What follows belongs to an exercise in optimizing a design on an open flow for small area; a production flow would make more cautious choices. Only simulation tests tie the RTL to the original design; equivalence was not proved.

lane 4:
==> flow/design.v <==
module ds_frame_rx (
    input  wire         clk,
    input  wire         rst,         
    input  wire         lock,        
    input  wire         in_valid,    
    input  wire         in_hdr,      
    input  wire [255:0] in_body,     
    output reg          out_valid,
    output reg  [1:0]   out_type,    
    output reg  [255:0] out_body,
    output wire [31:0]  out_fn,
    output wire [1:0]   state,       
    output reg          ev_sync_gained,
    output reg          ev_oof_entered,
    output reg          ev_hdr_bad,
    output reg          ev_hdr_invalid,
    output reg          ev_faw_bad,
    output reg          ev_fn_jump,
    output reg          ev_false_cand,
    output reg          ev_cand_ovf,
    output reg          ev_err_block,
    output reg          ev_bip_err,
    output reg  [4:0]   bip_bits
);
    localparam [1:0] ST_HUNT = 2'd0, ST_PRESYNC = 2'd1, ST_SYNC = 2'd2, ST_OOF = 2'd3;
    localparam [12:0] FRAME_LAST = 13'd7999;
    localparam [31:0] FN_LAST    = 32'd4292607999;
    localparam [55:0] TYPE_FAW   = 56'h1E5B3C96E1A47D;
    reg  [1:0]  st;
    reg  [12:0] bc;             
    reg  [51:0] cq_p;           
    reg  [127:0] cq_n;          
    reg  [1:0]  cq_rd;          
    reg  [2:0]  cq_n_used;      
    reg  [31:0] cur_fn;         
    reg         cur_hv;         
    wire [6:0]  cur_g   = cq_p[6:0];     
    wire [1:0]  faw_cnt = cq_p[8:7];     
    wire        cur_oam = cq_p[9];       
    wire [30:0] scr     = cq_n[30:0];    
    wire [15:0] bip_acc = cq_n[47:32];   
    wire [7:0]  rx_type = in_body[255:248];
    wire [47:0] rx_faw  = in_body[247:200];
    wire [31:0] rx_fn   = in_body[199:168];
    wire        rx_es   = in_body[165];
    wire        rx_oam  = in_body[166];
    wire [6:0]  rx_g    = in_body[163:157];
    wire [15:0] rx_bip  = in_body[156:141];
    wire [14:0] rx_ptr  = in_body[140:126];
    wire [15:0] rx_hcrc = in_body[15:0];
    integer i;
    genvar gi;
    reg [15:0] crc;
    always @* begin
        crc = 16'hFFFF;
        for (i = 255; i >= 16; i = i - 1)
            crc = {crc[14:0], 1'b0} ^ ((crc[15] ^ in_body[i]) ? 16'h1021 : 16'h0000);
    end
    wire crc_ok = (crc == rx_hcrc);
    integer n;
    reg [63:0] f1, f2, f3;
    always @* begin
        f1 = 64'd0; f2 = 64'd0; f3 = 64'd0;
        for (i = 0; i < 56; i = i + 1) f1[i] = in_body[200 + i] ^ TYPE_FAW[i];
        for (n = 32; n >= 1; n = n / 2)
            for (i = 0; i < n; i = i + 1) begin
                f3[i] = f3[2*i] | f3[2*i+1] | (f2[2*i] & f1[2*i+1]) | (f1[2*i] & f2[2*i+1]);
                f2[i] = f2[2*i] | f2[2*i+1] | (f1[2*i] & f1[2*i+1]);
                f1[i] = f1[2*i] | f1[2*i+1];
            end
    end
    wire faw_good = !f3[0];
    wire [29:0] q    = rx_fn[31:2];
    wire [11:0] m1   = {2'd0, q[9:0]} + {2'd0, q[29:20]} + {2'd0, ~q[19:10]};  
    wire [10:0] m2   = {1'b0, m1[9:0]} + 11'd25 - {9'd0, m1[11:10]};           
    reg         m2_hit;
    always @* begin
        m2_hit = 1'b0;
        for (i = 23; i <= 1048; i = i + 25)
            if (m2 == i) m2_hit = 1'b1;
    end
    wire        fn_div100 = (rx_fn[1:0] == 2'd0) && m2_hit;
    wire        fn_ok   = (rx_fn <= FN_LAST);
    wire        es_ok   = (rx_es == fn_div100);
    wire        g_ok    = (rx_g <= 7'd64);
    wire [13:0] ptr_sum = {1'b0, rx_ptr[14:2]} + {7'd0, rx_g};
    wire        ptr_ok  = (&rx_ptr) || (ptr_sum < 14'd7997);
    wire        hv      = in_hdr && ({rx_type, rx_faw} == TYPE_FAW) &&
                          crc_ok && g_ok && fn_ok && es_ok && ptr_ok;
    wire        blk      = lock && in_valid;
    wire        in_sync  = (st == ST_SYNC);
    wire        in_oof   = (st == ST_OOF);
    wire        bc0      = (bc == 13'd0);
    wire        is_data  = in_sync && ({6'd0, cur_g} + 13'd2 < bc);
    wire        is_pre   = in_sync && !bc0 && !is_data;    
    wire [12:0] hd_p     = cq_p[13*cq_rd +: 13];
    wire [31:0] hd_n     = cq_n[32*cq_rd +: 32];
    wire        due      = (cq_n_used != 3'd0) && (hd_p == bc);
    wire        use_cur  = in_sync || (in_oof && bc0);
    wire [31:0] ref_fn   = use_cur ? cur_fn : hd_n;
    wire [31:0] ref_inc  = (ref_fn == FN_LAST) ? 32'd0 : ref_fn + 32'd1;
    wire        fn_match = (rx_fn == ref_inc);
    wire        oof_go   = in_sync && bc0 && !faw_good && (faw_cnt == 2'd3);
    wire        enter    = !in_sync && hv && fn_match && (due || (in_oof && bc0 && cur_hv));
    wire        pop      = due;
    wire        full     = (cq_n_used == 3'd4) && !pop;
    wire        push     = hv && !full;
    wire [1:0]  cq_wr    = cq_rd + cq_n_used[1:0];
    wire [31:0] fn_new   = hv ? rx_fn : ref_inc;
    wire [30:0] seed_x   = fn_new[30:0] ^ 31'h55555555;
    wire [30:0] seed     = seed_x | {31{seed_x == 31'd0}};
    wire [30:0] scr_m = scr & {31{is_data}};
    wire [286:0] seq;
    wire [255:0] ks;
    wire [30:0]  scr_adv;
    generate
        for (gi = 0; gi < 31; gi = gi + 1) begin : g_seq_init
            assign seq[gi] = scr_m[30 - gi];
            assign scr_adv[gi] = seq[286 - gi];
        end
        for (gi = 31; gi < 287; gi = gi + 1) begin : g_seq
            assign seq[gi] = seq[gi - 31] ^ seq[gi - 28];
            assign ks[255 - (gi - 31)] = seq[gi];
        end
    endgenerate
    reg [15:0] fold;
    always @* begin
        fold = 16'd0;
        for (i = 0; i < 16; i = i + 1)
            fold = fold ^ in_body[16*i +: 16];
    end
    wire [15:0] bip_diff = rx_bip ^ bip_acc;
    reg  [4:0]  bip_pop;
    always @* begin
        bip_pop = 5'd0;
        for (i = 0; i < 16; i = i + 1)
            bip_pop = bip_pop + {4'd0, bip_diff[i]};
    end
    wire hdr_chk  = blk && st[1] && bc0;              
    wire sync_hdr = blk && in_sync && bc0;
    wire bip_chk  = sync_hdr && hv && cur_hv;
    always @(posedge clk) begin
        out_body       <= in_body ^ ks;
        out_valid      <= !rst && blk && (enter || (in_sync && (bc0 ? hv :
                                          is_data || (bc < 13'd3 ? cur_oam : cur_hv))));
        out_type       <= (enter || bc0) ? 2'd3 : is_data ? 2'd0 : (bc < 13'd3) ? 2'd1 : 2'd2;
        ev_sync_gained <= !rst && blk && enter;
        ev_oof_entered <= !rst && blk && oof_go;
        ev_hdr_bad     <= !rst && hdr_chk && !hv;
        ev_hdr_invalid <= !rst && hdr_chk && !hv && crc_ok;
        ev_faw_bad     <= !rst && sync_hdr && !faw_good && (faw_cnt != 2'd3);
        ev_fn_jump     <= !rst && sync_hdr && hv && !fn_match;
        ev_false_cand  <= !rst && blk && !in_sync && due && !enter;
        ev_cand_ovf    <= !rst && blk && !in_sync && !enter && hv && full;
        ev_err_block   <= !rst && blk && in_sync && (in_hdr == is_data);
        bip_bits       <= (!rst && bip_chk) ? bip_pop : 5'd0;
        ev_bip_err     <= !rst && bip_chk && (bip_diff != 16'd0);
    end
    always @(posedge clk) begin
        if (rst || !lock) begin
            st        <= ST_HUNT;
            bc        <= 13'd0;
            cq_n_used <= 3'd0;
            cq_rd     <= 2'd0;
        end else if (blk) begin
            bc <= enter ? 13'd1 : (bc == FRAME_LAST) ? 13'd0 : bc + 13'd1;
            if (in_sync) begin
                if (oof_go) st <= ST_OOF;
            end else if (enter) begin
                st        <= ST_SYNC;
                cq_n_used <= 3'd0;
            end else begin
                cq_rd     <= cq_rd + {1'b0, pop};
                cq_n_used <= cq_n_used - {2'd0, pop} + {2'd0, push};
                if (!in_oof)
                    st <= (hv || (cq_n_used != {2'd0, pop})) ? ST_PRESYNC : ST_HUNT;
            end
        end
    end
    wire ld_hdr  = blk && ((st[1] && bc0) || enter);
    wire sync_bk = blk && (in_sync || enter);    
    always @(posedge clk) begin
        if (ld_hdr) begin
            cur_fn  <= fn_new;
            cur_hv  <= hv && !oof_go;
        end
    end
    wire [3:0] cq_we;
    genvar gk;
    generate
        for (gk = 0; gk < 4; gk = gk + 1) begin : g_we
            assign cq_we[gk] = blk && !in_sync && push && (cq_wr == gk);
        end
    endgenerate
    wire        oam_d    = sync_bk ? (hv && rx_oam) : bc[9];
    wire        oam_en   = sync_bk ? (bc0 || enter) : cq_we[0];
    wire [6:0]  g_d      = sync_bk ? rx_g : bc[6:0];
    wire        g_en     = sync_bk ? ((bc0 || enter) && hv) : cq_we[0];
    wire [1:0]  faw_d    = sync_bk ? ((in_sync && !faw_good) ? faw_cnt + 2'd1 : 2'd0) : bc[8:7];
    wire        faw_en   = sync_bk ? (bc0 || enter) : cq_we[0];
    wire [30:0] scr_d    = sync_bk ? (is_data ? scr_adv : seed) : rx_fn[30:0];
    wire        scr_en   = sync_bk ? (bc0 || enter || is_data) : cq_we[0];
    wire [15:0] bip_d    = sync_bk ? ((bip_acc ^ fold) & {16{is_data}}) : rx_fn[15:0];
    wire        bip_en   = sync_bk ? !is_pre : cq_we[1];
    always @(posedge clk) begin
        if (cq_we[0]) begin
            cq_p[12:10] <= bc[12:10];
            cq_n[31]    <= rx_fn[31];
        end
        if (oam_en) cq_p[9]      <= oam_d;
        if (faw_en) cq_p[8:7]    <= faw_d;
        if (g_en)   cq_p[6:0]    <= g_d;
        if (scr_en) cq_n[30:0]   <= scr_d;
        if (cq_we[1]) begin
            cq_p[25:13] <= bc;
            cq_n[63:48] <= rx_fn[31:16];
        end
        if (bip_en) cq_n[47:32]  <= bip_d;
        if (cq_we[2]) begin
            cq_p[38:26] <= bc;
            cq_n[95:64] <= rx_fn;
        end
        if (cq_we[3]) begin
            cq_p[51:39] <= bc;
            cq_n[127:96] <= rx_fn;
        end
    end
    assign out_fn = cur_fn;
    assign state  = st;
endmodule
Settings: LEC_CHECK=0, CAP_MARGIN=20, CORE_MARGIN=2, CORE_UTILIZATION=65, PLACE_DENSITY=0.8, SLEW_MARGIN=20; clock period 50.0 ns.
standard.sh (not shown) runs the stock make flow with config.mk's settings and CLKGATE_MAP_FILE= SYNTH_SCRIPT=/design/flow/synth_recipe.tcl, a recipe that flattens the netlist after the stock synthesis.
==> flow/flow/run.sh <==
#!/bin/bash
# Own layout flow: the standard flow (standard.sh) with
#  - synthesis through flow/my_synth.tcl (synth_recipe.tcl with an
#    area-oriented ABC mapping script, flow/area.script);
#  - the port buffers made from the smallest buffer, buf_1;
#  - clock tree synthesis with larger sink clusters and no dummy loads.
set -euo pipefail
export MY_WORK_DIR=$PWD
export MY_FLOW_DIR=$PWD/flow
bash standard.sh SYNTH_SCRIPT=$PWD/flow/my_synth.tcl \
  "BUFFER_PORTS_ARGS=-buffer_cell sky130_fd_sc_hd__buf_1" \
  "CTS_ARGS=-sink_clustering_enable -repair_clock_nets -dont_use_dummy_load -sink_clustering_size ${CTS_SINKS:-20} -sink_clustering_max_diameter 100 -buf_list sky130_fd_sc_hd__clkbuf_16" \
  finish > $PWD/flow.log 2>&1
==> flow/flow/area.script <==
&get -n
&st
&dch
&nf -R 1000 -p
&st
&dch
&nf -R 1000 -p
&put
==> flow/flow/my_synth.tcl <==
# The standard synthesis (synth_recipe.tcl), with ABC's technology mapping
# run by an area-oriented script that keeps the XOR structure of the RTL,
# and without the 3-input XOR cells. Registers are mapped before ABC runs,
# so they are the standard synthesis's.
proc abc {args} {
  set i [lsearch $args -script]
  if {$i >= 0} { lset args [expr {$i + 1}] [file join $::env(MY_FLOW_DIR) area.script] }
  foreach c {xor3_1 xor3_2 xor3_4 xnor3_1 xnor3_2 xnor3_4} {
    lappend args -dont_use sky130_fd_sc_hd__$c
  }
  puts "abc (own flow): $args"
  yosys abc {*}$args
}
source [file join $::env(MY_WORK_DIR) synth_recipe.tcl]
--- input diff lane 4..lane 3 ---
--- a/flow/design.v
+++ b/flow/design.v
@@ -25,14 +25,16 @@
     localparam [1:0] ST_HUNT = 2'd0, ST_PRESYNC = 2'd1, ST_SYNC = 2'd2, ST_OOF = 2'd3;
     localparam [12:0] FRAME_LAST = 13'd7999;
     localparam [31:0] FN_LAST    = 32'd4292607999;
     localparam [55:0] TYPE_FAW   = 56'h1E5B3C96E1A47D;
     reg  [1:0]  st;
     reg  [12:0] bc;             
-    reg  [51:0] cq_p;           
-    reg  [127:0] cq_n;          
+    reg  [25:0] cq_p01;
+    reg  [63:0] cq_n01;
+    wire [51:0] cq_p = {out_body[25:13], out_body[12:0], cq_p01};
+    wire [127:0] cq_n = {out_body[199:168], out_body[231:200], cq_n01};
     reg  [1:0]  cq_rd;          
     reg  [2:0]  cq_n_used;      
     reg  [31:0] cur_fn;         
     reg         cur_hv;         
     wire [6:0]  cur_g   = cq_p[6:0];     
     wire [1:0]  faw_cnt = cq_p[8:7];     
@@ -137,13 +139,12 @@
             bip_pop = bip_pop + {4'd0, bip_diff[i]};
     end
     wire hdr_chk  = blk && st[1] && bc0;              
     wire sync_hdr = blk && in_sync && bc0;
     wire bip_chk  = sync_hdr && hv && cur_hv;
     always @(posedge clk) begin
-        out_body       <= in_body ^ ks;
         out_valid      <= !rst && blk && (enter || (in_sync && (bc0 ? hv :
                                           is_data || (bc < 13'd3 ? cur_oam : cur_hv))));
         out_type       <= (enter || bc0) ? 2'd3 : is_data ? 2'd0 : (bc < 13'd3) ? 2'd1 : 2'd2;
         ev_sync_gained <= !rst && blk && enter;
         ev_oof_entered <= !rst && blk && oof_go;
         ev_hdr_bad     <= !rst && hdr_chk && !hv;
@@ -201,30 +202,36 @@
     wire [30:0] scr_d    = sync_bk ? (is_data ? scr_adv : seed) : rx_fn[30:0];
     wire        scr_en   = sync_bk ? (bc0 || enter || is_data) : cq_we[0];
     wire [15:0] bip_d    = sync_bk ? ((bip_acc ^ fold) & {16{is_data}}) : rx_fn[15:0];
     wire        bip_en   = sync_bk ? !is_pre : cq_we[1];
     always @(posedge clk) begin
         if (cq_we[0]) begin
-            cq_p[12:10] <= bc[12:10];
-            cq_n[31]    <= rx_fn[31];
-        end
-        if (oam_en) cq_p[9]      <= oam_d;
-        if (faw_en) cq_p[8:7]    <= faw_d;
-        if (g_en)   cq_p[6:0]    <= g_d;
-        if (scr_en) cq_n[30:0]   <= scr_d;
+            cq_p01[12:10] <= bc[12:10];
+            cq_n01[31]    <= rx_fn[31];
+        end
+        if (oam_en) cq_p01[9]      <= oam_d;
+        if (faw_en) cq_p01[8:7]    <= faw_d;
+        if (g_en)   cq_p01[6:0]    <= g_d;
+        if (scr_en) cq_n01[30:0]   <= scr_d;
         if (cq_we[1]) begin
-            cq_p[25:13] <= bc;
-            cq_n[63:48] <= rx_fn[31:16];
-        end
-        if (bip_en) cq_n[47:32]  <= bip_d;
-        if (cq_we[2]) begin
-            cq_p[38:26] <= bc;
-            cq_n[95:64] <= rx_fn;
-        end
-        if (cq_we[3]) begin
-            cq_p[51:39] <= bc;
-            cq_n[127:96] <= rx_fn;
+            cq_p01[25:13] <= bc;
+            cq_n01[63:48] <= rx_fn[31:16];
+        end
+        if (bip_en) cq_n01[47:32]  <= bip_d;
+    end
+    wire [255:0] ob_d    = in_body ^ ks;
+    wire         ob_load = in_sync || (blk && enter);
+    always @(posedge clk) begin
+        out_body[255:232] <= ob_d[255:232];
+        out_body[167:26]  <= ob_d[167:26];
+        if (ob_load || cq_we[2]) begin
+            out_body[231:200] <= ob_load ? ob_d[231:200] : rx_fn;
+            out_body[12:0]    <= ob_load ? ob_d[12:0]    : bc;
+        end
+        if (ob_load || cq_we[3]) begin
+            out_body[199:168] <= ob_d[199:168];
+            out_body[25:13]   <= ob_load ? ob_d[25:13]   : bc;
         end
     end
     assign out_fn = cur_fn;
     assign state  = st;
 endmodule
--- outcome ---
Lane 3 against lane 4: synthesized cell count increased about 1.8%; least setup slack across all paths after layout increased by 1.60 ns relative to the old numbers; mux share of post-synthesis cell area went up 0.35 points; area of all placed cells without fillers lost about 5%. Taking lane 4 over lane 3, the number of clock-tree buffers in the layout ratio works out to 1.12. Compared with lane 4, in lane 3 routed wire length moved up; core utilization -1.8 points; die span in x -1.3%; post-route worst hold slack shows an increase of 0.0062 ns.

what the ideal ports hide:
In the flow no input, the clock included, has a driving cell. The finished layouts below were timed again as built, in two steps. Step 1, drivers: a clkbuf_16 drives clk and a buf_2 each remaining input, both assumed. Step 2, shift: input delay + t, output delay - t, t = (earliest + latest rising clock arrival at the registers) / 2. This alone moves slack from input paths to output paths. Slacks: no drivers / after step 1 / after step 2; pairs: no drivers / after step 1.
| run | t (ns) | slack for setup (ns) | slew at the worst register clock pin (ns) | worst data-port slew with drivers (ns) |
|---|---|---|---|---|
| lane 4 | 0.679 | 14.119 / 14.160 / 13.481 | 0.10 / 0.10 | 0.12 |
| lane 3 | 0.663 | 15.715 / 15.748 / 15.085 | 0.11 / 0.11 | 0.08 |
After both steps every run listed still meets setup and hold. For lane 4, which loses most, drivers alone change the setup slack by +0.041 ns; drivers and shift together by -0.638 ns.
